From an optimization exercise on the open Yosys and OpenROAD flow, aimed at small area and a short achievable clock period; shortcuts taken in it are not production practice.
Only simulation tests tie the RTL to the original design; equivalence was not proved.

## ctr_decoder
module ctr_decoder (
    input  wire        clk,
    input  wire        rst,
    input  wire        in_valid,
    input  wire [63:0] in_container,
    input  wire [35:0] in_addr,
    output wire        out_valid,
    output wire [1:0]  out_outcome,    
    output wire [47:0] out_data,
    output wire        out_poison,
    output wire [63:0] out_container,  
    output wire [6:0]  out_pos0,       
    output wire [6:0]  out_pos1,       
    output wire        out_p,          
    output wire [5:0]  out_s1,         
    output wire [5:0]  out_s3          
);
    function automatic [5:0] gf_mul(input [5:0] a, input [5:0] b);
        integer i;
        reg [6:0] aa;
        reg [5:0] r;
        begin
            aa = {1'b0, a};
            r  = 6'd0;
            for (i = 0; i < 6; i = i + 1) begin
                if (b[i]) r = r ^ aa[5:0];
                aa = aa << 1;
                if (aa[6]) aa = aa ^ 7'h43;
            end
            gf_mul = r;
        end
    endfunction
    localparam [383:0] T_INVCUBE = 384'ha0f148041636e58e765ab0d20d1fa85b3f8f345491ceb20dec323a17a5d638f4bba0e5eb619676ed1cd737a3be679040;
    function automatic [5:0] invcube(input [5:0] a);
        invcube = T_INVCUBE[a * 6 +: 6];
    endfunction
    localparam [383:0] T_GF_LOG = 384'heb9ed456af1dae75b27aef4aa37b25cf55cfbd17e22d9f85e13a5c9b1b49da4d0e42160449bc088cd80368730218103f;
    function automatic [5:0] gf_log(input [5:0] a);
        gf_log = T_GF_LOG[a * 6 +: 6];
    endfunction
    reg v_1;
    reg v_2;
    reg v_3;
    always @(posedge clk) begin
        if (rst) begin
            v_1 <= 1'b0;
            v_2 <= 1'b0;
            v_3 <= 1'b0;
        end else begin
            v_1 <= in_valid;
            v_2 <= v_1;
            v_3 <= v_2;
        end
    end
    assign out_valid = v_3;
    wire [63:0] c_0 = in_container;
  ...
Size in the first run: ~1400 cells after synthesis, ~250 flip-flops, roughly 250 I/O pins.
Settings: LEC_CHECK=0, CAP_MARGIN=20, CORE_MARGIN=2, CORE_UTILIZATION=40, SLEW_MARGIN=20; clock period 18.0 ns.
standard.sh (not shown) runs the stock make flow with config.mk's settings and CLKGATE_MAP_FILE= SYNTH_SCRIPT=/design/flow/synth_recipe.tcl, a recipe that flattens the netlist after the stock synthesis.
==> flow/flow/run.sh <==
#!/bin/bash
# The standard layout (standard synthesis, floorplan, placement, CTS, routing), with:
# - the post-CTS and post-global-route timing repair aiming for a setup slack of 13 ns
#   at the design's 18 ns clock, so the resizer works on the design's real critical paths;
bash standard.sh SETUP_SLACK_MARGIN=13 "BUFFER_PORTS_ARGS=-buffer_cell sky130_fd_sc_hd__buf_1" finish > standard.log 2>&1
The first run produced a clean layout.
Then changed:
==> flow/flow/run.sh (replaced) <==
#!/bin/bash
set -e
cp -r "$FLOW_HOME/scripts" scripts_synth
cp flow/abc_map.script scripts_synth/abc_speed.script
bash standard.sh SCRIPTS_DIR="$PWD/scripts_synth" synth > synth.log 2>&1
bash standard.sh SETUP_SLACK_MARGIN=13 PLACE_DENSITY=0.8 CTS_CLUSTER_SIZE=28 CTS_CLUSTER_DIAMETER=120 "BUFFER_PORTS_ARGS=-buffer_cell sky130_fd_sc_hd__buf_1" finish > standard.log 2>&1
==> flow/flow/abc_map.script (new file) <==
&get -n
&st
&dch
&nf
&st
&syn2
&if -g -K 6
&synch2
&nf
&st
&syn2
&if -g -K 6
&synch2
&nf
&st
&dch -f
&nf -R 1000
&st
&dch -f
&nf -R 1000
&st
&dch -f
&nf -R 1000
&put
topo
stime -c
Non-clock buffer count went up by 18.
Design area fell by 6.3%.
Hold slack gets better by 0.011 ns.
Global-route usage went up by 0.62 points.
Worst setup slack loses 0.0063 ns.
Clock skew shrinks by 0.0040 ns.
Via count goes up by about 2%.
Synthesized cell count drops by 4.7%.
Then changed:
==> flow/flow/run.sh (replaced) <==
#!/bin/bash
set -e
cp -r "$FLOW_HOME/scripts" scripts_synth
cp flow/abc_map.script scripts_synth/abc_speed.script
bash standard.sh SCRIPTS_DIR="$PWD/scripts_synth" synth > synth.log 2>&1
bash standard.sh SETUP_SLACK_MARGIN=13 CTS_CLUSTER_SIZE=22 CTS_CLUSTER_DIAMETER=90 "BUFFER_PORTS_ARGS=-buffer_cell sky130_fd_sc_hd__buf_1" finish > standard.log 2>&1
Non-clock buffer count is unchanged.
Setup slack gets worse by 0.025 ns.
Fmax is lower by 0.51%.
First-iteration DRC count decreases by 31%.
Critical path depth went down by 21.
Synthesized cell count does not change.
Then changed:
==> flow/flow/run.sh (replaced) <==
#!/bin/bash
# The standard layout (standard synthesis, floorplan, placement, CTS, routing), with:
# - the post-CTS and post-global-route timing repair aiming for a setup slack of 13 ns
#   at the design's 18 ns clock, so the resizer works on the design's real critical paths;
bash standard.sh SETUP_SLACK_MARGIN=13 "BUFFER_PORTS_ARGS=-buffer_cell sky130_fd_sc_hd__buf_1" finish > standard.log 2>&1
- CORE_UTILIZATION: 40 -> 55
removed: flow/flow/abc_map.script
Outcome: Cell area climbs by a few percent; final cell count drops by a few percent; die area drops by about a fifth; routed wire length drops slightly; setup slack improves by 0.021 ns; synthesized area climbs by roughly a tenth; hold slack hardly moves; via count climbs slightly.
Then changed:
==> flow/flow/run.sh (replaced) <==
#!/bin/bash
# The standard layout (standard synthesis, floorplan, placement, CTS, routing), with:
# - the post-CTS and post-global-route timing repair aiming for a setup slack of 13.3 ns
#   at the design's 18 ns clock, so the resizer works on the design's real critical paths;
bash standard.sh SETUP_SLACK_MARGIN=13.3 CTS_BUF_LIST=sky130_fd_sc_hd__clkbuf_8 finish > standard.log 2>&1
- CORE_UTILIZATION: 55 -> 40
Global-route usage is lower by 5.0 points.
Wire length climbs by roughly a tenth.
Final cell count increases by roughly a tenth.
Then changed:
==> flow/flow/run.sh (replaced) <==
#!/bin/bash
set -e
cp -r "$FLOW_HOME/scripts" scripts_synth
cp flow/abc_map.script scripts_synth/abc_speed.script
bash standard.sh SCRIPTS_DIR="$PWD/scripts_synth" synth > synth.log 2>&1
bash standard.sh SETUP_SLACK_MARGIN=13 CTS_CLUSTER_SIZE=28 CTS_CLUSTER_DIAMETER=120 "BUFFER_PORTS_ARGS=-buffer_cell sky130_fd_sc_hd__buf_1" finish > standard.log 2>&1
==> flow/flow/abc_map.script (new file) <==
&get -n
&st
&dch
&nf
&st
&syn2
&if -g -K 6
&synch2
&nf
&st
&syn2
&if -g -K 6
&synch2
&nf
&st
&dch -f
&nf -R 1000
&st
&dch -f
&nf -R 1000
&st
&dch -f
&nf -R 1000
&put
topo
stime -c
Result:
- routed wire length falls by 9.9%
- cell count falls by 6.9%
- sequential share of layout area rises by 4.9 points
- final area falls by 15%
- global-route usage falls by 0.65 points

-- static timing again, ports no longer ideal --
Ports are ideal in the flow. The routed layouts listed here were re-timed in OpenROAD. Step 1, drivers: a clkbuf_16 drives clk and a buf_2 each remaining input, both assumed. Step 2 also shifts input and output timing later by t, the mid clock arrival at the registers, as if the neighbouring blocks saw the same clock. a / b / c = no drivers / after step 1 / after step 2; a / b = the first two.
run | shift t [ns] | setup slack, ns | hold slack, ns | worst slew at a driven data input, ns
the first run | 0.595 | 13.225 / 13.225 / 13.225 | 0.333 / 0.333 / 0.333 | 0.04
the second run | 0.536 | 13.219 / 13.219 / 13.186 | 0.344 / 0.344 / 0.344 | 0.05
the third run | 0.547 | 13.194 / 13.146 / 13.245 | 0.332 / 0.332 / 0.332 | 0.04
the fourth run | 0.592 | 13.215 / 13.215 / 13.215 | 0.329 / 0.329 / 0.329 | 0.04
the fifth run | 0.595 | 13.335 / 13.285 / 12.874 | 0.329 / 0.329 / 0.329 | 0.06
the sixth run | 0.541 | 13.210 / 13.160 / 13.268 | 0.333 / 0.333 / 0.333 | 0.04
After both steps setup and hold are still met in every run listed. The setup slack of the fifth run, which loses most, moves by -0.050 ns with the drivers and by -0.461 ns with both steps.
